This is an optimization exercise on Yosys and OpenROAD, whose aim is small area, a short achievable clock period and few clock cycles per item, not a production implementation. Where RTL was checked, it was by simulation tests only, not by an equivalence proof against the original. Power figures rest on the tool's default switching activity, not on a simulated workload.

Design enc_scaler, start of the top module:
module enc_scaler (
    input  wire        clk,
    input  wire        rst,
    input  wire        enc_a,
    input  wire        enc_b,
    input  wire [15:0] min_edge,
    input  wire        cnt_load,
    input  wire [31:0] cnt_load_count,
    input  wire [31:0] cnt_load_ext,
    input  wire        fault_load,
    input  wire [31:0] fault_load_val,
    input  wire        status_clr,
    output wire        filt_a,
    output wire        filt_b,
    output reg  [31:0] count,
    output reg  [31:0] count_ext,
    output reg         wrap_flag,
    output reg  [31:0] fault_count,
    output reg         fault_sat,
    input  wire        req_valid,
    output wire        req_ready,
    input  wire        req_set,
    input  wire [63:0] req_value,
    input  wire [31:0] pos_num,
    input  wire [30:0] pos_den,
    output wire        resp_valid,
    output wire [63:0] resp_pos
);
    wire acc_a, rej_a, acc_b, rej_b;
    enc_filter u_fa (
        .clk(clk), .rst(rst), .line_in(enc_a), .min_edge(min_edge),
        .level(filt_a), .accept(acc_a), .reject(rej_a)
    );
    enc_filter u_fb (
        .clk(clk), .rst(rst), .line_in(enc_b), .min_edge(min_edge),
        .level(filt_b), .accept(acc_b), .reject(rej_b)
    );
    wire both    = acc_a & acc_b;
    wire step    = acc_a ^ acc_b;                
    wire up      = acc_a ? (filt_a == filt_b) : (filt_a != filt_b);
    reg  [32:0] c_inc, c_dec, e_inc, e_dec;
    integer i;
    always @(*) begin
        c_inc[0] = 1'b1; c_dec[0] = 1'b1;
        e_inc[0] = 1'b1; e_dec[0] = 1'b1;
        for (i = 0; i < 32; i = i + 1) begin
            c_inc[i+1] = c_inc[i] &  count[i];
            c_dec[i+1] = c_dec[i] & ~count[i];
            e_inc[i+1] = e_inc[i] &  count_ext[i];
            e_dec[i+1] = e_dec[i] & ~count_ext[i];
        end
    end
    wire at_max  = c_inc[31] & ~count[31];       
    wire at_min  = c_dec[31] &  count[31];       
    wire wrap_up = step &  up & at_max;          
    wire wrap_dn = step & ~up & at_min;
    wire [31:0] count_step = count ^ (up ? c_inc[31:0] : c_dec[31:0]);
  ...
Size in the first run: about 410 I/O pins.
Settings: LEC_CHECK=0, CAP_MARGIN=20, CORE_MARGIN=2, CORE_UTILIZATION=55, PLACE_DENSITY=0.75, SLEW_MARGIN=20; clock period 10.0 ns.
standard.sh (not shown) runs the stock make flow with config.mk's settings and CLKGATE_MAP_FILE= SYNTH_SCRIPT=/design/flow/synth_recipe.tcl, a recipe that flattens the netlist after the stock synthesis.
==> flow/flow/run.sh <==
#!/bin/bash
set -euo pipefail
bash standard.sh SETUP_SLACK_MARGIN=5.5 finish > flow_make.log 2>&1
Testbench counts at the start, summed over its fixed seeds: cycles 9,226, items 800.
Change:
==> flow/run.sh (new file) <==
#!/bin/bash
# synth_recipe.tcl (not shown) runs the flow's synth.tcl, then flattens the netlist and writes it again
# the make line also repeats each setting of config.mk as NAME=value (left out here)
make -C /OpenROAD-flow-scripts/flow DESIGN_CONFIG=/design/flow/config.mk WORK_HOME=/design/flow/orfs CLKGATE_MAP_FILE= SYNTH_SCRIPT=/design/flow/synth_recipe.tcl finish
- CORE_UTILIZATION: 55 -> 40
- PLACE_DENSITY: 0.75 -> 0.6
- SETUP_SLACK_MARGIN: default -> 5
removed: flow/flow/run.sh
removed: flow/standard.sh
What happened: Utilization falls by 18 points; first-iteration DRC count falls by 14%; sequential power rises by about 0.9%; die area rises by about 37%; area after synthesis does not change; final cell count rises by 6.5%.


Setup of rev 12:
Starting RTL as in the previous note.
Design enc_scaler, start of the top module:
module enc_scaler (
    input  wire        clk,
    input  wire        rst,
    input  wire        enc_a,
    input  wire        enc_b,
    input  wire [15:0] min_edge,
    input  wire        cnt_load,
    input  wire [31:0] cnt_load_count,
    input  wire [31:0] cnt_load_ext,
    input  wire        fault_load,
    input  wire [31:0] fault_load_val,
    input  wire        status_clr,
    output wire        filt_a,
    output wire        filt_b,
    output reg  [31:0] count,
    output reg  [31:0] count_ext,
    output reg         wrap_flag,
    output reg  [31:0] fault_count,
    output reg         fault_sat,
    input  wire        req_valid,
    output wire        req_ready,
    input  wire        req_set,
    input  wire [63:0] req_value,
    input  wire [31:0] pos_num,
    input  wire [30:0] pos_den,
    output wire        resp_valid,
    output wire [63:0] resp_pos
);
clock: 10.0 ns
lec_check: 0
cap_margin: 20
core_margin: 2
core_utilization: 40
place_density: 0.6
slew_margin: 20
==> flow/flow/run.sh <==
#!/bin/bash
set -euo pipefail
bash standard.sh SETUP_SLACK_MARGIN=5.5 finish > flow_make.log 2>&1
Testbench counts of rev 12, summed over its fixed seeds: cycles 9,226, items 800.
Input-level comparison between rev 13 and rev 12:
==> flow/flow/run.sh <==
#!/bin/bash
set -euo pipefail
bash standard.sh SETUP_SLACK_MARGIN=6 finish > flow_make.log 2>&1
Notes after the runs:
- Changes observed in rev 13 relative to rev 12: utilization of the core after routing shows an increase of 2.5 points, post-synthesis share of cell area spent on and, or, nand and nor gates shows no meaningful change, wire length on met3 shows an increase of 3.2%, aggregate global-route resource usage shows an increase of 0.58 points, clock share of power shows a reduction of 2.0 points.


Another version of the RTL of enc_scaler (not shown whole).
Size in the first run: ~380 flip-flops, about 410 I/O pins, roughly 0.037 sq mm of cells after synthesis.
export LEC_CHECK = 0
export CAP_MARGIN = 20
export CORE_MARGIN = 2
export CORE_UTILIZATION = 40
export PLACE_DENSITY = 0.6
export SLEW_MARGIN = 20
create_clock -name core_clock -period 10.0 [get_ports {clk}]
run.sh (not shown) runs the stock make flow with config.mk's settings and CLKGATE_MAP_FILE= SYNTH_SCRIPT=/design/flow/synth_recipe.tcl, a recipe that flattens the netlist after the stock synthesis.
Stock flow here: none of the scripts above is used.
The baseline completed with no timing, DRC or antenna violations.
Next try:
- ABC_CLOCK_PERIOD_IN_PS: not set -> 3000
Worst hold slack does not change.
Clock skew does not change.
Critical path depth does not change.
Register-to-register slack hardly moves.
Wire length does not change.
Utilization stays the same.
Final cell count is unchanged.
Synthesized area is unchanged.
Synthesized cell count does not change.
Sequential cell count stays the same.
No run of this note included a check of the RTL's function; only the layout flow was run.

## re-timing with driven ports
The results above use ideal ports. As a check the final layouts listed here were re-extracted and re-timed, cells and wires unchanged.
Step 1, drivers: a clkbuf_16 drives clk and a buf_2 each remaining input, both assumed.
Step 2 times the ports against the registers' clock, not the clock port: input delays grow and output delays shrink by t, the midpoint of the rising clock arrivals with the driver on.
a / b / c = ideal / step 1 / step 2; a / b = the first two.
run	t (ns)	setup slack, ns	hold slack, ns
the first run of note 1	0.917	5.560 / 5.560 / 5.404	0.454 / 0.454 / 0.454
the second run of note 1	0.943	4.884 / 4.884 / 4.884	0.453 / 0.453 / 0.453
rev 12	0.943	5.495 / 5.495 / 5.495	0.454 / 0.454 / 0.454
rev 13	0.928	5.741 / 5.741 / 5.677	0.455 / 0.455 / 0.455
the first run of note 3	0.709	1.923 / 1.923 / 1.923	0.482 / 0.482 / 0.482
the second run of note 3	0.709	1.923 / 1.923 / 1.923	0.482 / 0.482 / 0.482
After both steps every run listed still meets setup and hold. The setup slack of the first run of note 1, which loses most, moves by 0.000 ns with the drivers and by -0.156 ns with both steps.
